Context: an optimization exercise on an open-source flow, tuned for small area, a short achievable clock period and few clock cycles per item. The choices shown serve that exercise and are no tape-out recipe.
The RTL was checked by simulation tests, not by an equivalence proof against the original design.
Power figures rest on the tool's default switching activity, not on a simulated workload.

## flow/design.v (module list and top-level ports; edited modules follow where they fit)
// module trk_loop: 450 lines
// module trk_bmul: 1658 lines
// module trk_benc: 16 lines
// module trk_add64: 399 lines
// module trk_add44: 270 lines
// module trk_add43: 266 lines
// module trk_add40: 247 lines
// module trk_add35: 218 lines
module trk_loop (
    input  wire        clk,
    input  wire        rst,
    input  wire        cfg_we,
    input  wire [5:0]  cfg_addr,
    input  wire [31:0] cfg_wdata,
    input  wire        stg_mode,
    input  wire [2:0]  stg_fix,
    input  wire [2:0]  stg_min,
    input  wire [2:0]  stg_max,
    input  wire [7:0]  stg_dwell,
    input  wire        in_valid,
    output wire        in_ready,
    input  wire        in_acq,
    input  wire        in_freeze,
    input  wire [31:0] in_x,
    input  wire [63:0] in_p,
    output reg         out_valid,
    output reg  [63:0] out_p,
    output reg  [39:0] out_v,
    output reg  [31:0] out_ac,
    output reg  [2:0]  out_code,
    output reg         out_vsat,
    output reg         out_stch
);
  // ...
==> flow/run.sh <==
#!/bin/bash
# synth_recipe.tcl (not shown) runs the flow's synth.tcl, then flattens the netlist and writes it again
# the make line also repeats each setting of config.mk as NAME=value (left out here)
make -C /OpenROAD-flow-scripts/flow DESIGN_CONFIG=/design/flow/config.mk WORK_HOME=/design/flow/orfs CLKGATE_MAP_FILE= SYNTH_SCRIPT=/design/flow/synth_recipe.tcl finish
==> flow/config.mk <==
export PLATFORM = sky130hd
export DESIGN_NAME = trk_loop
export DESIGN_NICKNAME = trk_loop
export VERILOG_FILES = /design/flow/design.v
export SDC_FILE = /design/flow/constraint.sdc
export NUM_CORES = 4
export LEC_CHECK = 0
export ABC_AREA = 1
export CAP_MARGIN = 20
export CORE_MARGIN = 2
export CORE_UTILIZATION = 40
export PLACE_DENSITY = 0.6
export SLEW_MARGIN = 20
==> flow/constraint.sdc <==
create_clock -name core_clock -period 40.0 [get_ports {clk}]
set_input_delay 8.0000 -clock core_clock [delete_from_list [all_inputs] [get_ports {clk}]]
set_output_delay 8.0000 -clock core_clock [all_outputs]
set_load 0.01 [all_outputs]
==> impl_metrics.py, run 1 <==
metrics = {
    "final_layout": {
        "fill_cells": 47100,
        "final_common_cell": "nand2_1",
        "syn2layout_area_growth_pct": 10.49,
        "n_clock_buffer": 417,
        "utilization_pct": 44.30,
        "inverters": 2628,
        "multi_input_area_share_pct": 49.73,
    },
    "worst_setup_path": {
        "cp-start-kind": "register",
        "reg2reg_depth": 40,
        "crit_chain": "clkdlybuf4s50_1",
        "cp.required_ns": 32.00,
    },
    "synthesis": {
        "yosysTopAreaCellShare_pct": 25.36,
        "yosys.area.top_type": "edfxtp_1",
        "syn-cell-area_sq_um": 197500,
    },
    "run_status": {
        "run_status": "complete, no violations",
    },
    "cts": {
        "postCtsSetupBuffers": 0,
    },
    "route": {
        "dr_wl_met3_um": 97700,
        "final_antenna_net_count": 0,
    },
    "power_and_ir_drop": {
        "p_leak_nw": 93.40,
        "irDropWorstVdd_v": 0.0001302,
    },
    "global_routing": {
        "grt_pass1_vias": 158900,
        "grt-ovfl-total": 0,
    },
    "place": {
        "place_congestion": 0.9769,
        "dp_hpwl_um": 518500,
    },
    "min_path": {
        "min_from": "q3_t1[20]",
        "hp-class": "reg -> reg",
    },
    "timing": {
        "relSlewSlack_pct": 10.44,
    },
}
Testbench counts, summed over its fixed seeds: cycles 32,424, items 32,000.
==> module trk_loop, before the edit <==
module trk_loop (
    input  wire        clk,
    input  wire        rst,
    input  wire        cfg_we,
    input  wire [5:0]  cfg_addr,
    input  wire [31:0] cfg_wdata,
    input  wire        stg_mode,
    input  wire [2:0]  stg_fix,
    input  wire [2:0]  stg_min,
    input  wire [2:0]  stg_max,
    input  wire [7:0]  stg_dwell,
    input  wire        in_valid,
    output wire        in_ready,
    input  wire        in_acq,
    input  wire        in_freeze,
    input  wire [31:0] in_x,
    input  wire [63:0] in_p,
    output reg         out_valid,
    output reg  [63:0] out_p,
    output reg  [39:0] out_v,
    output reg  [31:0] out_ac,
    output reg  [2:0]  out_code,
    output reg         out_vsat,
    output reg         out_stch
);
    localparam [31:0] KCONV = 32'd879609;
    reg rst_r;
    always @(posedge clk) rst_r <= rst;
    reg        cw_v;
    reg [5:0]  cw_a;
    reg [31:0] cw_d;
    always @(posedge clk) begin
        cw_v <= cfg_we & ~rst;
        cw_a <= cfg_addr;
        cw_d <= cfg_wdata;
    end
    wire [2:0] cw_e = cw_a[5:3];
    wire [2:0] cw_w = cw_a[2:0];
    reg        wb_v1, wb_v2;
    reg [5:0]  wb_a1, wb_a;
    always @(posedge clk) begin
        wb_v1 <= cw_v & ~rst;
        wb_v2 <= wb_v1 & ~rst;
        wb_a1 <= cw_a;
        wb_a  <= wb_a1;
    end
    reg [31:0] k1 [0:6];
    reg [31:0] k2 [0:6];
    reg [31:0] k3 [0:6];
    reg [4:0]  sh1 [0:6];
    reg [4:0]  sh2 [0:6];
    reg [4:0]  sh3 [0:6];
    reg [38:0] vlim [0:6];    
    reg [39:0] upv  [0:6];    
    reg [39:0] dnv  [0:6];    
    reg        rdy;           
    reg [2:0]  scnt;          
    reg [2:0]  code;          
    reg        stch_nx;       
    reg        g_mode;
    reg [2:0]  g_min, g_max;
    reg [7:0]  g_dwell;
    reg [7:0]  up_cnt, dn_cnt;
    reg [31:0] cur_m1, cur_m2, cur_m3;
    reg [5:0]  cur_s1, cur_s2, cur_s3;    
    reg        cur_conv;
    reg        rv, r_acq, r_frz, r_flag;
    reg [31:0] r_x;
    reg [63:0] r_p;
    reg        r_mode;
    reg [2:0]  r_fix, r_min, r_max;
    reg [7:0]  r_dwell;
    reg        q1v, q1_acq, q1_frz, q1_flag, q1_stch, q1_conv;
    reg [63:0] q1_r01, q1_r11, q1_r02, q1_r12, q1_r03, q1_r13;
    reg        q1_st1, q1_st2, q1_st3;
    reg [5:0]  q1_s1, q1_s2, q1_s3;
    reg        q2v, q2_acq, q2_frz, q2_flag, q2_stch;
    reg [55:0] q2_t1;
    reg [41:0] q2_t2;
    reg [32:0] q2_t3;
    reg        q2_u1, q2_u2, q2_u3;
    reg        q3v, q3_acq, q3_frz, q3_flag, q3_stch;
    reg [42:0] q3_d;
    reg [55:0] q3_t1;
    reg        q3_u1;
    reg [31:0] ac_st;
    reg        q4v, q4_acq, q4_frz, q4_flag, q4_stch, q4_vsat;
    reg [55:0] q4_t1;
    reg        q4_u1;
    reg [31:0] q4_ac;
    reg [39:0] v_st;
    reg        q5v, q5_acq, q5_frz, q5_flag, q5_upok, q5_dnok;
    assign in_ready = rdy;
    wire [7:0] cnt_mx = (up_cnt > dn_cnt) ? up_cnt : dn_cnt;
    wire [9:0] cnt_bd = {2'b00, cnt_mx} + 10'd1 + {9'd0, rv} + {9'd0, q1v} + {9'd0, q2v}
                      + {9'd0, q3v} + {9'd0, q4v} + {9'd0, q5v};
    wire       p_gov  = ~g_mode & (cnt_bd >= {2'b00, g_dwell});
    wire       p_off  = ~in_acq & ~in_freeze & p_gov;
    wire       acc    = in_valid & rdy;
    wire       conv_ld = cw_v & (cw_w == 3'd4 || cw_w == 3'd5 || cw_w == 3'd6) & (cw_e != 3'd7);
    always @(posedge clk) begin
        cur_conv <= conv_ld;
        cur_m1   <= conv_ld ? cw_d : k1[code];
        cur_m2   <= k2[code];
        cur_m3   <= k3[code];
        cur_s1   <= conv_ld ? (6'd4 + {2'b00, cw_e, 1'b0}) : (6'd7 + {1'b0, sh1[code]});
        cur_s2   <= 6'd12 + {1'b0, sh2[code]} + {2'b00, code, 1'b0};
        cur_s3   <= 6'd12 + {1'b0, sh3[code]} + {2'b00, code, 1'b0};
    end
    wire [15:0] bneg, bone, btwo;
    trk_benc u_benc (.x(r_x), .bneg(bneg), .bone(bone), .btwo(btwo));
    wire [63:0] r01, r11, r02, r12, r03, r13;
    trk_bmul u_m1 (.m(cur_m1), .bneg(bneg), .bone(bone), .btwo(btwo), .r0(r01), .r1(r11));
    trk_bmul u_m2 (.m(cur_m2), .bneg(bneg), .bone(bone), .btwo(btwo), .r0(r02), .r1(r12));
    trk_bmul u_m3 (.m(cur_m3), .bneg(bneg), .bone(bone), .btwo(btwo), .r0(r03), .r1(r13));
    function [5:0] tz32(input [31:0] v);
        integer i;
        begin
            tz32 = 6'd32;
            for (i = 31; i >= 0; i = i - 1)
                if (v[i]) tz32 = i;
        end
    endfunction
    wire [5:0] tzx = tz32(r_x);
    wire       nzx = |r_x;
    wire [6:0] tzs1 = {1'b0, tz32(cur_m1)} + {1'b0, tzx};
    wire [6:0] tzs2 = {1'b0, tz32(cur_m2)} + {1'b0, tzx};
    wire [6:0] tzs3 = {1'b0, tz32(cur_m3)} + {1'b0, tzx};
    wire st1 = nzx & (|cur_m1) & (tzs1 < {1'b0, cur_s1});
    wire st2 = nzx & (|cur_m2) & (tzs2 < {1'b0, cur_s2});
    wire st3 = nzx & (|cur_m3) & (tzs3 < {1'b0, cur_s3});
    wire [63:0] q1_a1, q1_a2, q1_a3;
    wire        nc1, nc2, nc3;
    trk_add64 u_cpa1 (.a(q1_r01), .b(q1_r11), .ci(1'b0), .s(q1_a1), .co(nc1));
    trk_add64 u_cpa2 (.a(q1_r02), .b(q1_r12), .ci(1'b0), .s(q1_a2), .co(nc2));
    trk_add64 u_cpa3 (.a(q1_r03), .b(q1_r13), .ci(1'b0), .s(q1_a3), .co(nc3));
    wire signed [63:0] b1 = $signed(q1_a1) >>> q1_s1;
    wire signed [63:0] b2 = $signed(q1_a2) >>> q1_s2;
    wire signed [63:0] b3 = $signed(q1_a3) >>> q1_s3;
    wire u1 = ~q1_conv & b1[0] & (q1_st1 | b1[1]);
    wire u2 = b2[0] & (q1_st2 | b2[1]);
    wire u3 = b3[0] & (q1_st3 | b3[1]);
    function [63:0] upmask(input [6:0] j);    
        integer i;
        begin
            for (i = 0; i < 64; i = i + 1)
                upmask[i] = (i >= j);
        end
    endfunction
    wire [63:0] sx2 = q1_a2 ^ {64{q1_a2[63]}};
    wire [63:0] sx3 = q1_a3 ^ {64{q1_a3[63]}};
    wire f2_ov = |(sx2 & upmask({1'b0, q1_s2} + 7'd42));
    wire f3_ov = |(sx3 & upmask({1'b0, q1_s3} + 7'd33));
    wire [41:0] f2s = f2_ov ? {q1_a2[63], {41{~q1_a2[63]}}} : b2[42:1];
    wire [32:0] f3s = f3_ov ? {q1_a3[63], {32{~q1_a3[63]}}} : b3[33:1];
    wire        cv_big39 = |b1[63:40];
    wire [38:0] cv_vlim = cv_big39 ? {39{1'b1}} : b1[39:1];
    wire [39:0] cv_thr  = cv_big39 ? 40'h80_0000_0000 : {1'b0, b1[39:1]};
    wire [34:0]        ac_sum;
    wire               nc4;
    trk_add35 u_acs (.a({{3{ac_st[31]}}, ac_st}), .b({{2{q2_t3[32]}}, q2_t3}), .ci(q2_u3),
                     .s(ac_sum), .co(nc4));
    wire               ac_hi  = ~ac_sum[34] & (ac_sum[33:31] != 3'b000);
    wire               ac_lo  =  ac_sum[34] & (ac_sum[33:31] != 3'b111);
    wire [31:0]        ac_new = ac_hi ? 32'h7FFF_FFFF : ac_lo ? 32'h8000_0000 : ac_sum[31:0];
    wire [42:0]        d_new;
    wire               nc5;
    trk_add43 u_dsum (.a({{11{ac_new[31]}}, ac_new}), .b({q2_t2[41], q2_t2}), .ci(q2_u2),
                      .s(d_new), .co(nc5));
    wire [38:0]        vl     = vlim[code];
    wire [42:0]        v_sum;
    wire               nc6, nc7, nc8;
    trk_add43 u_vsum (.a({{3{v_st[39]}}, v_st}), .b(q3_d), .ci(1'b0), .s(v_sum), .co(nc6));
    wire [43:0]        v_dh, v_dl;
    trk_add44 u_vhi (.a({5'd0, vl}), .b(~{v_sum[42], v_sum}), .ci(1'b1), .s(v_dh), .co(nc7));
    trk_add44 u_vlo (.a({v_sum[42], v_sum}), .b({5'd0, vl}), .ci(1'b0), .s(v_dl), .co(nc8));
    wire               v_hi   = v_dh[43];
    wire               v_lo   = v_dl[43];
    wire [39:0]        vl_n   = ~{1'b0, vl} + 40'd1;
    wire [39:0]        v_new  = v_hi ? {1'b0, vl} : v_lo ? vl_n : v_sum[39:0];
    wire [63:0] v_ext  = {{24{v_st[39]}}, v_st};
    wire [4:0]  pshift = 5'd5 + {1'b0, code, 1'b0};
    wire [63:0] p_vs   = v_ext << pshift;
    wire [63:0] p_t1   = {{8{q4_t1[55]}}, q4_t1};
    wire [63:0] p_cs   = out_p ^ p_vs ^ p_t1;
    wire [63:0] p_cc   = (out_p & p_vs) | (p_t1 & (out_p ^ p_vs));
    wire [63:0] p_sum;
    wire        nc9;
    trk_add64 u_psum (.a(p_cs), .b({p_cc[62:0], 1'b0}), .ci(q4_u1), .s(p_sum), .co(nc9));
    wire [39:0] spd, nc10;
    wire        nc11, up_ge, dn_ge;
    trk_add40 u_abs (.a(v_st ^ {40{v_st[39]}}), .b(40'd0), .ci(v_st[39]), .s(spd), .co(nc11));
    wire [39:0] nc12, nc13;
    trk_add40 u_upc (.a(spd), .b(~upv[code]), .ci(1'b1), .s(nc12), .co(up_ge));
    trk_add40 u_dnc (.a(spd), .b(~dnv[code]), .ci(1'b1), .s(nc13), .co(dn_ge));
    wire        up_ok = (code < g_max) & up_ge;
    wire        dn_ok = (code > g_min) & ~dn_ge;
    wire [7:0]  up_nx = q5_upok ? up_cnt + 8'd1 : 8'd0;
    wire [7:0]  dn_nx = q5_dnok ? dn_cnt + 8'd1 : 8'd0;
    wire        gov   = q5v & ~q5_acq & ~g_mode & ~q5_frz;
    wire        go_up = gov & (up_nx >= g_dwell);
    wire        go_dn = gov & ~go_up & (dn_nx >= g_dwell);
    wire        chg   = q5_flag & (go_up | go_dn);
    wire [39:0] v_rs  = {{2{v_st[39]}}, v_st[39:2]} + {39'd0, v_st[1] & (v_st[0] | v_st[2])};
    wire [31:0] ac_rs = {{2{ac_st[31]}}, ac_st[31:2]} + {31'd0, ac_st[1] & (ac_st[0] | ac_st[2])};
    wire        v_ovf  = (v_st[39:37] != {3{v_st[39]}});
    wire        ac_ovf = (ac_st[31:29] != {3{ac_st[31]}});
    wire [39:0] v_ls  = v_ovf  ? {v_st[39], {39{~v_st[39]}}}   : {v_st[37:0], 2'b00};
    wire [31:0] ac_ls = ac_ovf ? {ac_st[31], {31{~ac_st[31]}}} : {ac_st[29:0], 2'b00};
    wire [2:0] a_fix   = (r_fix == 3'd7) ? 3'd6 : r_fix;
    wire [2:0] a_max   = (r_max == 3'd7) ? 3'd6 : r_max;
    wire [2:0] a_min   = (r_min == 3'd7) ? 3'd6 : r_min;
    wire [7:0] a_dwell = (r_dwell == 8'd0) ? 8'd1 : r_dwell;
    wire [2:0] a_code  = r_mode ? a_fix : a_max;
    wire [31:0] wd0 = cw_d & {32{~rst_r}};
    wire [31:0] wd1 = cw_d | {32{rst_r}};
    wire [39:0] cvt0 = cv_thr & {40{~rst_r}};
    wire [39:0] cvt1 = cv_thr | {40{rst_r}};
    wire [38:0] cvl0 = cv_vlim & {39{~rst_r}};
    wire [38:0] cvl1 = cv_vlim | {39{rst_r}};
    wire [2:0]  wb_e = wb_a[5:3];
    wire [2:0]  wb_w = wb_a[2:0];
    function [31:0] rk1(input integer e);
        case (e)
            0: rk1 = 32'hC000_0000; 1: rk1 = 32'hC000_0000; 2: rk1 = 32'h9000_0000;
            3: rk1 = 32'hC000_0000; 4: rk1 = 32'h9000_0000; 5: rk1 = 32'hC000_0000;
            default: rk1 = 32'h9000_0000;
        endcase
    endfunction
    function [31:0] rk2(input integer e);
        case (e)
            0: rk2 = 32'hC000_0000; 1: rk2 = 32'hC000_0000; 2: rk2 = 32'hD800_0000;
            3: rk2 = 32'hC000_0000; 4: rk2 = 32'hD800_0000; 5: rk2 = 32'hC000_0000;
            default: rk2 = 32'hD800_0000;
        endcase
    endfunction
    function [31:0] rk3(input integer e);
        case (e)
            0: rk3 = 32'h0800_0000; 1: rk3 = 32'h4000_0000; 2: rk3 = 32'hD800_0000;
            3: rk3 = 32'h8000_0000; 4: rk3 = 32'hD800_0000; 5: rk3 = 32'h8000_0000;
            default: rk3 = 32'hD800_0000;
        endcase
    endfunction
    function [4:0] rs1(input integer e);
        case (e)
            0: rs1 = 5'd10; 1: rs1 = 5'd9; 2: rs1 = 5'd8; 3: rs1 = 5'd8;
            4: rs1 = 5'd7;  5: rs1 = 5'd7; default: rs1 = 5'd6;
        endcase
    endfunction
    function [4:0] rs2(input integer e);
        case (e)
            0: rs2 = 5'd22; 1: rs2 = 5'd20; 2: rs2 = 5'd19; 3: rs2 = 5'd18;
            4: rs2 = 5'd17; 5: rs2 = 5'd16; default: rs2 = 5'd15;
        endcase
    endfunction
    function [4:0] rs3(input integer e);
        case (e)
            0: rs3 = 5'd31; 1: rs3 = 5'd31; 2: rs3 = 5'd31; 3: rs3 = 5'd29;
            4: rs3 = 5'd28; 5: rs3 = 5'd26; default: rs3 = 5'd25;
        endcase
    endfunction
    function [38:0] rvl(input integer e);
        case (e)
            0: rvl = 39'h68_db89_5000; 1: rvl = 39'h68_db89_5000; 2: rvl = 39'h34_6dc4_a800;
            3: rvl = 39'h13_a929_bf00; 4: rvl = 39'h06_8db8_9500; 5: rvl = 39'h02_0c49_ae90;
            default: rvl = 39'h00_9d49_4df8;
        endcase
    endfunction
    function [39:0] rup(input integer e);
        case (e)
            0: rup = 40'h5e_5f2e_c800; 1: rup = 40'h5e_5f2e_c800; 2: rup = 40'h2f_2f97_6400;
            3: rup = 40'h11_b1d8_c580; 4: rup = 40'h05_e5f2_ec80; 5: rup = 40'h01_d7db_e9e8;
            default: rup = 40'h00_0000_0000;
        endcase
    endfunction
    function [39:0] rdn(input integer e);
        case (e)
            0: rdn = 40'h00_0000_0000; 1: rdn = 40'h10_83db_6300; 2: rdn = 40'h10_83db_6300;
            3: rdn = 40'h08_41ed_b180; 4: rdn = 40'h03_18b9_2290; 5: rdn = 40'h01_083d_b630;
            default: rdn = 40'h00_5293_48ef;
        endcase
    endfunction
    function [39:0] tmask(input integer e);
        integer i;
        for (i = 0; i < 40; i = i + 1)
            tmask[i] = (i < 47 - 2 * e);
    endfunction
    genvar ge;
    generate
        for (ge = 0; ge < 7; ge = ge + 1) begin : g_tab
            wire hit  = cw_v & (cw_e == ge);
            wire whit = wb_v2 & (wb_e == ge);
            always @(posedge clk) begin
                if (rst_r | (hit & (cw_w == 3'd0))) k1[ge] <= (rk1(ge) & wd1) | (~rk1(ge) & wd0);
                if (rst_r | (hit & (cw_w == 3'd1))) k2[ge] <= (rk2(ge) & wd1) | (~rk2(ge) & wd0);
                if (rst_r | (hit & (cw_w == 3'd2))) k3[ge] <= (rk3(ge) & wd1) | (~rk3(ge) & wd0);
                if (rst_r | (hit & (cw_w == 3'd3))) begin
                    sh1[ge] <= (rs1(ge) & wd1[4:0])   | (~rs1(ge) & wd0[4:0]);
                    sh2[ge] <= (rs2(ge) & wd1[12:8])  | (~rs2(ge) & wd0[12:8]);
                    sh3[ge] <= (rs3(ge) & wd1[20:16]) | (~rs3(ge) & wd0[20:16]);
                end
                if (rst_r | (whit & (wb_w == 3'd4))) vlim[ge] <= ((rvl(ge) & cvl1) | (~rvl(ge) & cvl0)) & tmask(ge);
                if (rst_r | (whit & (wb_w == 3'd5))) upv[ge]  <= ((rup(ge) & cvt1) | (~rup(ge) & cvt0)) & tmask(ge);
                if (rst_r | (whit & (wb_w == 3'd6))) dnv[ge]  <= ((rdn(ge) & cvt1) | (~rdn(ge) & cvt0)) & tmask(ge);
            end
        end
    endgenerate
    always @(posedge clk) begin
        rv      <= acc & ~rst;
        r_acq   <= in_acq;
        r_frz   <= in_freeze;
        r_flag  <= p_off;
        r_x     <= cw_v ? KCONV : in_x;
        if (rdy) begin
            r_p     <= in_p;
            r_mode  <= stg_mode;
            r_fix   <= stg_fix;
            r_min   <= stg_min;
            r_max   <= stg_max;
            r_dwell <= stg_dwell;
        end
        q1v     <= rv & ~rst;
        q1_acq  <= r_acq;
        q1_frz  <= r_frz;
        q1_flag <= r_flag;
        q1_stch <= stch_nx & ~r_acq;
        q1_conv <= cur_conv;
        q1_r01  <= r01;
        q1_r11  <= r11;
        q1_r02  <= r02;
        q1_r12  <= r12;
        q1_r03  <= r03;
        q1_r13  <= r13;
        q1_st1  <= st1;
        q1_st2  <= st2;
        q1_st3  <= st3;
        q1_s1   <= cur_s1;
        q1_s2   <= cur_s2;
        q1_s3   <= cur_s3;
        q2v     <= q1v & ~rst;
        q2_acq  <= q1_acq;
        q2_frz  <= q1_frz;
        q2_flag <= q1_flag;
        q2_stch <= q1_stch;
        q2_t1   <= b1[56:1];
        q2_t2   <= f2s;
        q2_t3   <= f3s;
        q2_u1   <= u1;
        q2_u2   <= u2;
        q2_u3   <= u3;
        q3v     <= q2v & ~rst;
        q3_acq  <= q2_acq;
        q3_frz  <= q2_frz;
        q3_flag <= q2_flag;
        q3_stch <= q2_stch;
        q3_d    <= d_new;
        q3_t1   <= q2_t1;
        q3_u1   <= q2_u1;
        q4v     <= q3v & ~rst;
        q4_acq  <= q3_acq;
        q4_frz  <= q3_frz;
        q4_flag <= q3_flag;
        q4_stch <= q3_stch;
        q4_vsat <= ~q3_acq & (v_hi | v_lo);
        q4_t1   <= q3_t1;
        q4_u1   <= q3_u1;
        q4_ac   <= ac_st;
        q5v     <= q4v & ~rst;
        q5_acq  <= q4_acq;
        q5_frz  <= q4_frz;
        q5_flag <= q4_flag;
        q5_upok <= up_ok;
        q5_dnok <= dn_ok;
        out_valid <= q4v & ~rst;
        out_v     <= v_st;
        out_ac    <= q4_ac;
        out_code  <= q4_acq ? a_code : code;
        out_vsat  <= q4_vsat;
        out_stch  <= q4_stch;
        if (rst_r)
            out_p <= 64'd0;
        else if (q4v)
            out_p <= q4_acq ? r_p : p_sum;
    end
    always @(posedge clk) begin
        if (rst) begin
            rdy  <= 1'b0;
            scnt <= 3'd3;
        end else if (acc & (in_acq | p_off)) begin
            rdy  <= 1'b0;
            scnt <= 3'd5;
        end else if (cfg_we) begin
            rdy  <= 1'b0;
            scnt <= 3'd2;
        end else if (scnt != 3'd0) begin
            rdy  <= 1'b0;
            scnt <= scnt - 3'd1;
        end else begin
            rdy  <= 1'b1;
        end
    end
    always @(posedge clk) begin
        if (rst_r) begin
            ac_st   <= 32'd0;
            v_st    <= 40'd0;
            code    <= 3'd6;
            stch_nx <= 1'b0;
            g_mode  <= 1'b0;
            g_min   <= 3'd0;
            g_max   <= 3'd6;
            g_dwell <= 8'd16;
            up_cnt  <= 8'd0;
            dn_cnt  <= 8'd0;
        end else begin
            if (q2v)
                ac_st <= q2_acq ? 32'd0 : ac_new;
            else if (chg)
                ac_st <= go_up ? ac_rs : ac_ls;
            if (q3v)
                v_st <= q3_acq ? 40'd0 : v_new;
            else if (chg)
                v_st <= go_up ? v_rs : v_ls;
            if (rv)
                stch_nx <= 1'b0;
            else if (chg)
                stch_nx <= 1'b1;
            if (q5v & q5_acq) begin
                code    <= a_code;
                g_mode  <= r_mode;
                g_min   <= a_min;
                g_max   <= a_max;
                g_dwell <= a_dwell;
                up_cnt  <= 8'd0;
                dn_cnt  <= 8'd0;
            end else begin
                if (chg)
                    code <= go_up ? code + 3'd1 : code - 3'd1;
                if (gov) begin
                    if (go_up | go_dn) begin
                        up_cnt <= 8'd0;
                        dn_cnt <= 8'd0;
                    end else begin
                        up_cnt <= up_nx;
                        dn_cnt <= dn_nx;
                    end
                end
            end
        end
    end
endmodule
==> run 2: changes to the inputs <==
--- a/flow/design.v
+++ b/flow/design.v
@@ -55,4 +55,5 @@
     reg [39:0] dnv  [0:6];    
     reg        rdy;           
+    reg        hold;          
     reg [2:0]  scnt;          
     reg [2:0]  code;          
@@ -90,4 +91,5 @@
     reg [31:0] q4_ac;
     reg [39:0] v_st;
+    reg [63:0] p_st;          
     reg        q5v, q5_acq, q5_frz, q5_flag, q5_upok, q5_dnok;
     assign in_ready = rdy;
@@ -97,5 +99,5 @@
     wire       p_gov  = ~g_mode & (cnt_bd >= {2'b00, g_dwell});
     wire       p_off  = ~in_acq & ~in_freeze & p_gov;
-    wire       acc    = in_valid & rdy;
+    wire       acc    = in_valid & ~hold;
     wire       conv_ld = cw_v & (cw_w == 3'd4 || cw_w == 3'd5 || cw_w == 3'd6) & (cw_e != 3'd7);
     always @(posedge clk) begin
@@ -183,6 +185,6 @@
     wire [63:0] p_vs   = v_ext << pshift;
     wire [63:0] p_t1   = {{8{q4_t1[55]}}, q4_t1};
-    wire [63:0] p_cs   = out_p ^ p_vs ^ p_t1;
-    wire [63:0] p_cc   = (out_p & p_vs) | (p_t1 & (out_p ^ p_vs));
+    wire [63:0] p_cs   = p_st ^ p_vs ^ p_t1;
+    wire [63:0] p_cc   = (p_st & p_vs) | (p_t1 & (p_st ^ p_vs));
     wire [63:0] p_sum;
     wire        nc9;
@@ -312,5 +314,5 @@
         r_flag  <= p_off;
         r_x     <= cw_v ? KCONV : in_x;
-        if (rdy) begin
+        if (~hold) begin
             r_p     <= in_p;
             r_mode  <= stg_mode;
@@ -379,6 +381,8 @@
         out_stch  <= q4_stch;
         if (rst_r)
-            out_p <= 64'd0;
+            p_st <= 64'd0;
         else if (q4v)
+            p_st <= q4_acq ? r_p : p_sum;
+        if (q4v)
             out_p <= q4_acq ? r_p : p_sum;
     end
@@ -386,16 +390,21 @@
         if (rst) begin
             rdy  <= 1'b0;
+            hold <= 1'b1;
             scnt <= 3'd3;
         end else if (acc & (in_acq | p_off)) begin
             rdy  <= 1'b0;
+            hold <= 1'b1;
             scnt <= 3'd5;
         end else if (cfg_we) begin
             rdy  <= 1'b0;
+            hold <= 1'b1;
             scnt <= 3'd2;
         end else if (scnt != 3'd0) begin
             rdy  <= 1'b0;
+            hold <= 1'b1;
             scnt <= scnt - 3'd1;
         end else begin
             rdy  <= 1'b1;
+            hold <= 1'b0;
         end
     end
--- a/flow/config.mk
+++ b/flow/config.mk
@@ -9,5 +9,7 @@
 export CAP_MARGIN = 20
 export CORE_MARGIN = 2
-export CORE_UTILIZATION = 40
+export CORE_UTILIZATION = 55
+export CTS_CLUSTER_DIAMETER = 60
+export CTS_CLUSTER_SIZE = 25
 export PLACE_DENSITY = 0.6
 export SLEW_MARGIN = 20
==> impl_metrics.py, run 2 <==
metrics = {
    "synthesis": {
        "syn_area_per_cell_sq_um": 9.406,
        "yosysSeqAreaShare_pct": 38.25,
        "yosysTopAreaCellShare_pct": 26.13,
        "synth_top_family_by_area": "adder cells",
        "synth-edff-count": 1732,
        "synth_commonest_cells": "3,498 x nand2_1, 2,528 x inv_1, 1,732 x edfxtp_1, 1,706 x xor2_1, 1,532 x fa_1",
        "synth_flop_cell": "edfxtp_1",
        "synthTopCellsByArea": "edfxtp_1 26%, fa_1 15%, dfxtp_1 12%",
        "synth_compound_area_share_pct": 13.30,
        "ys_warn_count": 10,
        "synth.most_common_cell": "nand2_1",
        "yosys.area.top_type": "edfxtp_1",
        "muxShareOfSynthArea_pct": 0.2666,
        "synth_fp_nets": 23680,
        "synthArstFlopShare_pct": 0,
        "yosys.area_share.xor_xnor_pct": 8.133,
        "ys_types": 74,
        "syn-cell-area_sq_um": 199000,
        "ys_seq_elements": 2937,
        "synthSimpleGateAreaFrac_pct": 11.68,
        "netlist_instances": 21160,
        "synth-adder-area-share_pct": 20.62,
    },
    "worst_setup_path": {
        "crit_chain": "clkdlybuf4s50_1",
        "cp-start-kind": "register",
        "slowest_delay_ns": 0.55,
        "cp_top_family": "buffers and inverters",
        "r2r-start": "ac_st[6]",
        "timing.rr.end": "q3_d[41]",
        "reg2reg_depth": 44,
        "cp.required_ns": 32.00,
        "critical_path_class": "reg -> out",
        "slowest_stage": "clkdlybuf4s50_1",
        "critPathCaptureType": "primary output",
        "critPathArrivalTime_ns": 1.86,
        "r2r_slack_ns": 30.85,
        "critPathMaxFanout": 3,
        "critical_path_buf_inv_count": 1,
    },
    "final_layout": {
        "fill_cells": 31040,
        "drive_above_1_share_pct": 6.206,
        "regArea_sq_um": 76190,
        "multiInputGateArea_sq_um": 108200,
        "nets": 23220,
        "final_common_cell": "nand2_1",
        "mostFrequentLayoutCells": "3,494 x nand2_1, 2,452 x inv_1, 1,732 x edfxtp_1, 1,706 x xor2_1, 1,532 x fa_1",
        "top_regs": "dnv: 271 flops, upv: 271 flops, vlim: 267 flops",
        "syn2layout_area_growth_pct": 8.670,
    },
    "timing": {
        "relSlewSlack_pct": 12.16,
        "drv_slew": 0,
        "tns_ns": 0,
        "rsz0062_at_grt": "no",
        "period_share_pct": 24.64,
        "worstMarginPinSlew_ns": 1.318,
        "hold_viol": 0,
        "setup_viol": 0,
        "fin_crit_ns": 9.857,
        "fin_worst_skew_ns": 0.08840,
        "max_clock_freq_mhz": 101.5,
    },
    "cts": {
        "cts_sinks": 2937,
        "cts_buffers": 263,
        "postCtsSetupBuffers": 0,
        "insertion_delay_ns": 0.97,
        "clock_path_buffers": 4,
        "cts_hold_buf": 0,
        "cts_tree": "done",
        "cts_resized": 0,
        "cts_root_buf": "clkbuf_16",
        "cts.htree.levels": 5,
        "cts.clk_slew.worst_paths_ns": 0.09,
    },
    "power_and_ir_drop": {
        "p_switching_mw": 9.716,
        "p_comb_share_pct": 63.7,
        "p_clk_share_pct": 14.4,
        "power_mw": 19.46,
        "swShare_pct": 49.94,
        "p_leak_nw": 93.12,
        "powerDensity_nw_per_um2": 89.96,
        "irDropWorstVdd_v": 0.0001352,
        "seqPwrFrac_pct": 21.9,
        "p_int_mw": 9.740,
    },
    "job": {
        "timing.max_cap.violations": 0,
    },
    "place": {
        "dp_hpwl_um": 491200,
        "io_buffers": 300,
        "place_congestion": 0.9712,
    },
    "route": {
        "dr.first_iter.drc_count": 20630,
        "first_pass_iters": 7,
        "detailroute.via_count": 161700,
        "post-route-drc-count": 0,
        "final_antenna_net_count": 0,
        "drt-total-wl_um": 746500,
        "wl_per_cell_um": 29.02,
        "viasPerCell": 6.286,
    },
    "floorplan": {
        "rows": 220,
        "die_h_um": 605.5,
        "ios": 301,
        "start_util_pct": 55.32,
        "dieArea_sq_um": 366700,
        "design.core.area_sq_um": 359800,
        "die_w_um": 605.5,
    },
    "min_path": {
        "min_from": "q3_t1[53]",
        "hp-class": "reg -> reg",
        "min_to": "q4_t1[53]",
        "hold_depth": 0,
    },
    "global_routing": {
        "grt_max_degree": 118,
        "grt_pass1_vias": 155900,
        "antenna_found_initial": 51,
        "grt-ovfl-total": 0,
        "grt.total_usage_pct": 39.94,
        "grt_first_pass_wirelength_um": 1070000,
    },
    "run_status": {
        "run_status": "complete, no violations",
    },
}
-- run 2: layout make-up --
cell class	count	area share, %
antenna	37	0.04281
clock buffer	288	3.207
clock inverter	194	1.225
inverter	2605	4.571
multi-input combinational	14170	50.04
sequential	2937	35.23
tap	4773	2.761
timing repair buffer	726	2.925
-- run 2: worst max-delay path by stage --
stage,to,depth (start not counted),start
floorplan,scnt[1],4,in_freeze
global placement,scnt[1],5,in_freeze
detailed placement,scnt[1],5,in_freeze
CTS,out_valid,1,out_valid
global route,q3_d[41],44,ac_st[6]
finish,out_valid,1,out_valid
-- run 2: cell families after synthesis --
| logic type | Yosys count |
|---|---|
| and+or+nand+nor | 5586 |
| AOI/OAI and AO/OA | 4318 |
| buffers and inverters | 4056 |
| DFF | 2937 |
| adders and majority gates | 2360 |
| xor gates and xnor gates | 1848 |
| muxes | 53 |
-- run 2: metrics by stage --
step	setup WS [ns]	util (%)	instances	hold slack [ns]	instance area, sq um
3_3_place_gp	30.45	57.41	25200	0.3098	206500
5_1_grt	29.94	60.09	25690	0.3220	216200
6_report	30.14	60.11	25730	0.3205	216300
4_1_cts	30.09	60.08	25690	0.3224	216100
2_1_floorplan	31.34	-	21160	0.3096	199000
3_5_place_dp	30.44	57.41	25210	0.3121	206500
-- run 2: per-layer routing --
metal,vias up,global-route usage (%),wire length [um]
li1,70160,-,-
met5,-,0.03920,261
met1,78130,52.29,284100
met3,2615,11.69,94470
met4,38,22.91,52470
met2,10760,59.12,315200
-- run 2: power groups by stage --
stage	Combinational (mW)	Sequential, mW	Clock, mW
after floorplan	7.40	4.15	0
after global placement	11.8	4.32	0
after detailed placement	12.0	4.33	0
after CTS	12.0	4.26	2.82
after global routing	13.6	4.30	2.93
final	12.4	4.27	2.79
Testbench counts of run 2, summed over its fixed seeds: cycles 32,424, items 32,000.
==> run 3: changes to the inputs <==
--- a/flow/design.v
+++ b/flow/design.v
@@ -94,20 +94,10 @@
     reg        q5v, q5_acq, q5_frz, q5_flag, q5_upok, q5_dnok;
     assign in_ready = rdy;
-    wire [7:0] cnt_mx = (up_cnt > dn_cnt) ? up_cnt : dn_cnt;
     wire [9:0] cnt_bd = {2'b00, cnt_mx} + 10'd1 + {9'd0, rv} + {9'd0, q1v} + {9'd0, q2v}
-                      + {9'd0, q3v} + {9'd0, q4v} + {9'd0, q5v};
-    wire       p_gov  = ~g_mode & (cnt_bd >= {2'b00, g_dwell});
+                      + {9'd0, q3v} + {9'd0, q4v};
+    wire       p_gov  = (q5v & q5_acq) ? (~r_mode & (r_dwell[7:1] == 7'd0))
+                                       : (~g_mode & (cnt_bd >= {2'b00, g_dwell}));
     wire       p_off  = ~in_acq & ~in_freeze & p_gov;
     wire       acc    = in_valid & ~hold;
-    wire       conv_ld = cw_v & (cw_w == 3'd4 || cw_w == 3'd5 || cw_w == 3'd6) & (cw_e != 3'd7);
-    always @(posedge clk) begin
-        cur_conv <= conv_ld;
-        cur_m1   <= conv_ld ? cw_d : k1[code];
-        cur_m2   <= k2[code];
-        cur_m3   <= k3[code];
-        cur_s1   <= conv_ld ? (6'd4 + {2'b00, cw_e, 1'b0}) : (6'd7 + {1'b0, sh1[code]});
-        cur_s2   <= 6'd12 + {1'b0, sh2[code]} + {2'b00, code, 1'b0};
-        cur_s3   <= 6'd12 + {1'b0, sh3[code]} + {2'b00, code, 1'b0};
-    end
     wire [15:0] bneg, bone, btwo;
     trk_benc u_benc (.x(r_x), .bneg(bneg), .bone(bone), .btwo(btwo));
@@ -204,4 +194,8 @@
     wire        go_dn = gov & ~go_up & (dn_nx >= g_dwell);
     wire        chg   = q5_flag & (go_up | go_dn);
+    wire        cnt_z  = (q5v & q5_acq) | go_up | go_dn;
+    wire [7:0]  up_nxt = cnt_z ? 8'd0 : gov ? up_nx : up_cnt;
+    wire [7:0]  dn_nxt = cnt_z ? 8'd0 : gov ? dn_nx : dn_cnt;
+    wire [7:0]  cnt_mx = (up_nxt > dn_nxt) ? up_nxt : dn_nxt;
     wire [39:0] v_rs  = {{2{v_st[39]}}, v_st[39:2]} + {39'd0, v_st[1] & (v_st[0] | v_st[2])};
     wire [31:0] ac_rs = {{2{ac_st[31]}}, ac_st[31:2]} + {31'd0, ac_st[1] & (ac_st[0] | ac_st[2])};
@@ -215,4 +209,16 @@
     wire [7:0] a_dwell = (r_dwell == 8'd0) ? 8'd1 : r_dwell;
     wire [2:0] a_code  = r_mode ? a_fix : a_max;
+    wire [2:0] code_nx = rst_r ? 3'd6 : (q5v & q5_acq) ? a_code :
+                         chg ? (go_up ? code + 3'd1 : code - 3'd1) : code;
+    wire       conv_ld = cw_v & (cw_w == 3'd4 || cw_w == 3'd5 || cw_w == 3'd6) & (cw_e != 3'd7);
+    always @(posedge clk) begin
+        cur_conv <= conv_ld;
+        cur_m1   <= conv_ld ? cw_d : k1[code_nx];
+        cur_m2   <= k2[code_nx];
+        cur_m3   <= k3[code_nx];
+        cur_s1   <= conv_ld ? (6'd4 + {2'b00, cw_e, 1'b0}) : (6'd7 + {1'b0, sh1[code_nx]});
+        cur_s2   <= 6'd12 + {1'b0, sh2[code_nx]} + {2'b00, code_nx, 1'b0};
+        cur_s3   <= 6'd12 + {1'b0, sh3[code_nx]} + {2'b00, code_nx, 1'b0};
+    end
     wire [31:0] wd0 = cw_d & {32{~rst_r}};
     wire [31:0] wd1 = cw_d | {32{rst_r}};
@@ -395,5 +401,5 @@
             rdy  <= 1'b0;
             hold <= 1'b1;
-            scnt <= 3'd5;
+            scnt <= 3'd4;
         end else if (cfg_we) begin
             rdy  <= 1'b0;
==> impl_metrics.py, run 3 <==
metrics = {
    "synthesis": {
        "syn_area_per_cell_sq_um": 9.346,
        "yosysSeqAreaShare_pct": 38.08,
        "synthArstFlopShare_pct": 0,
        "ys_types": 75,
        "yosys.area.top_type": "edfxtp_1",
        "synth_commonest_cells": "3,563 x nand2_1, 2,574 x inv_1, 1,732 x edfxtp_1, 1,720 x xor2_1, 1,532 x fa_1",
        "synth-edff-count": 1732,
        "ys_warn_count": 10,
        "synth_fp_nets": 23900,
        "synth.most_common_cell": "nand2_1",
        "synthTopCellsByArea": "edfxtp_1 26%, fa_1 15%, dfxtp_1 12%",
        "syn-cell-area_sq_um": 199900,
        "netlist_instances": 21390,
        "yosysTopAreaCellShare_pct": 26.02,
        "ys_seq_elements": 2937,
        "synth_flop_cell": "edfxtp_1",
    },
    "cts": {
        "cts.clk_slew.worst_paths_ns": 0.09,
        "insertion_delay_ns": 0.99,
        "cts.htree.levels": 5,
        "postCtsSetupBuffers": 0,
        "cts_root_buf": "clkbuf_16",
        "cts_sinks": 2937,
        "cts_hold_buf": 0,
        "clock_path_buffers": 4,
        "cts_buffers": 266,
        "cts_resized": 0,
        "cts_tree": "done",
    },
    "worst_setup_path": {
        "critPathMaxFanout": 3,
        "path_depth": 1,
        "critPathLaunch": "out_valid",
        "r2r-start": "code[1]",
        "critPathCaptureType": "primary output",
        "cp.required_ns": 32.00,
        "slowest_delay_ns": 0.60,
        "slowest_stage": "clkdlybuf4s50_1",
        "critical_path_class": "reg -> out",
        "reg2reg_depth": 28,
        "crit_chain": "clkdlybuf4s50_1",
        "timing.rr.end": "v_st[16]",
        "cp_top_family": "buffers and inverters",
        "critical_path_buf_inv_count": 1,
        "critPathArrivalTime_ns": 1.91,
        "endpoint": "out_valid",
        "r2r_slack_ns": 31.04,
        "cp-start-kind": "register",
    },
    "global_routing": {
        "grt_pass1_vias": 156800,
        "grt_max_degree": 112,
        "grt-ovfl-total": 0,
        "grt.total_usage_pct": 40.29,
        "antenna_found_initial": 47,
        "grt_first_pass_wirelength_um": 1083000,
    },
    "final_layout": {
        "final_common_cell": "nand2_1",
        "fill_cells": 31350,
        "top_regs": "dnv: 271 flops, upv: 271 flops, vlim: 267 flops",
        "syn2layout_area_growth_pct": 8.714,
        "mostFrequentLayoutCells": "3,557 x nand2_1, 2,517 x inv_1, 1,732 x edfxtp_1, 1,720 x xor2_1, 1,532 x fa_1",
        "stdcell_area_sq_um": 217300,
        "stdcell_count": 25980,
        "utilization_pct": 60.05,
        "drive_above_1_share_pct": 6.195,
        "nets": 23450,
    },
    "timing": {
        "setup_viol": 0,
        "tns_ns": 0,
        "relSlewSlack_pct": 13.89,
        "setup_slack_ns": 30.09,
        "drv_slew": 0,
        "whs_ns": 0.2923,
        "fin_worst_skew_ns": 0.08994,
        "max_clock_freq_mhz": 100.9,
        "hold_viol": 0,
        "rsz0062_at_grt": "no",
        "fin_crit_ns": 9.909,
        "period_share_pct": 24.77,
        "worstMarginPinSlew_ns": 1.292,
    },
    "run_status": {
        "run_status": "complete, no violations",
    },
    "floorplan": {
        "die_w_um": 606.9,
        "ios": 301,
        "start_util_pct": 55.23,
        "rows": 221,
        "design.core.area_sq_um": 362000,
        "die_h_um": 606.9,
        "dieArea_sq_um": 368300,
    },
    "power_and_ir_drop": {
        "power_mw": 18.86,
        "powerDensity_nw_per_um2": 86.76,
        "irDropWorstVdd_v": 0.0001202,
        "p_leak_nw": 94.05,
    },
    "route": {
        "dr.first_iter.drc_count": 20540,
        "wl_per_cell_um": 29.05,
        "viasPerCell": 6.253,
        "drt-total-wl_um": 754700,
        "final_antenna_net_count": 0,
        "first_pass_iters": 9,
        "detailroute.via_count": 162500,
        "post-route-drc-count": 0,
    },
    "job": {
        "timing.max_cap.violations": 0,
    },
    "place": {
        "dp_cells": 25470,
        "place_congestion": 0.9718,
        "io_buffers": 300,
        "dp_hpwl_um": 495400,
        "place_area_sq_um": 207500,
        "dp_slack_ns": 30.18,
    },
    "min_path": {
        "hp-class": "reg -> reg",
        "min_from": "q4_vsat",
    },
}
[run 3: cell types whose count changed after synthesis, sizes merged, moves of 19 or more]
cell,previous run,this run
a221oi,302,218
a22o,150,175
buf,359,378
inv,2559,2610
nand2,3518,3580
nand3,600,702
nor2,947,1000
o21ai,1386,1354
o221ai,24,44
[run 3: how the worst min path moves through the flow]
stage / cells after the start / slack (ns) / endpoint
6_report: 0 / 0.29 / out_vsat
5_1_grt: 0 / 0.30 / out_vsat
4_1_cts: 0 / 0.30 / out_vsat
3_5_place_dp: 0 / 0.31 / out_ac[30]
3_3_place_gp: 0 / 0.31 / q4_t1[7]
2_1_floorplan: 0 / 0.31 / out_ac[0]
[run 3: per-layer routing]
metal	vias up	global-route usage (%)	wire, um
met5	-	0.3136	303
met4	38	26.25	60350
met3	2793	11.47	89350
met2	10140	60.15	321400
met1	78690	51.25	283200
li1	70800	-	-
[run 3: final cells by class]
class | count | area (sq um) | share of cell area (%)
sequential | 2937 | 76190 | 35.06
inverter | 2650 | 10040 | 4.618
clock buffer | 294 | 6897 | 3.173
tap | 4794 | 5998 | 2.760
timing repair buffer | 741 | 6444 | 2.965
clock inverter | 194 | 2788 | 1.283
antenna | 24 | 60.06 | 0.02763
multi-input combinational | 14350 | 108900 | 50.12
[run 3: kinds of logic after synthesis]
kind of cell               share of synthesized area, %
AOI/OAI and AO/OA                                 13.06
and+or+nand+nor                                   12.09
xor gates and xnor gates                          8.140
buffers and inverters                             7.841
adders and majority gates                         20.49
muxes                                            0.3054
DFF                                               38.08
[run 3: power by group]
group	leakage [nW]	internal [mW]	total, mW	switching, mW
sequential	26.6	3.94	4.24	0.300
combinational	62.8	4.28	11.8	7.52
clock	4.65	1.44	2.81	1.37
total	94.1	9.66	18.9	9.20
[run 3: worst reg2reg max path, delay by kind of cell, from the launching register on]
| family | cells | cell delay, ns |
|---|---|---|
| simple gates | 14 | 2.65 |
| compound gates | 5 | 1.56 |
| buf+inv | 7 | 3.35 |
| fa+ha+maj | 2 | 1.01 |
| flops | 1 | 0.31 |
Testbench counts of run 3, summed over its fixed seeds: cycles 32,350, items 32,000.

==> port drivers added, routing unchanged <==
No port has a modelled driver above. Below, the same layouts with a new extraction and two added sets of constraints. Step 1, drivers: a clkbuf_16 drives clk and a buf_2 each remaining input, both assumed. Step 2 moves the port delays by t, midway between the first and last clock arrival at a register: inputs arrive t later, outputs are due t later. That takes back most of the time a late clock gives input paths. a / b / c = no drivers / after step 1 / after step 2; a / b = the first two.
run | t (ns) | setup slack, ns | worst register clock-pin slew, ns | worst data-port slew with drivers (ns) | pins driven straight from the clock port
run 1 | 1.111 | 29.657 / 29.511 / 30.613 | 0.07 / 0.07 | 0.05 | 1
run 2 | 1.044 | 30.143 / 30.017 / 30.590 | 0.10 / 0.10 | 0.05 | 1
run 3 | 1.071 | 30.091 / 29.965 / 30.102 | 0.09 / 0.09 | 0.08 | 1
After both steps every run listed still meets setup and hold.
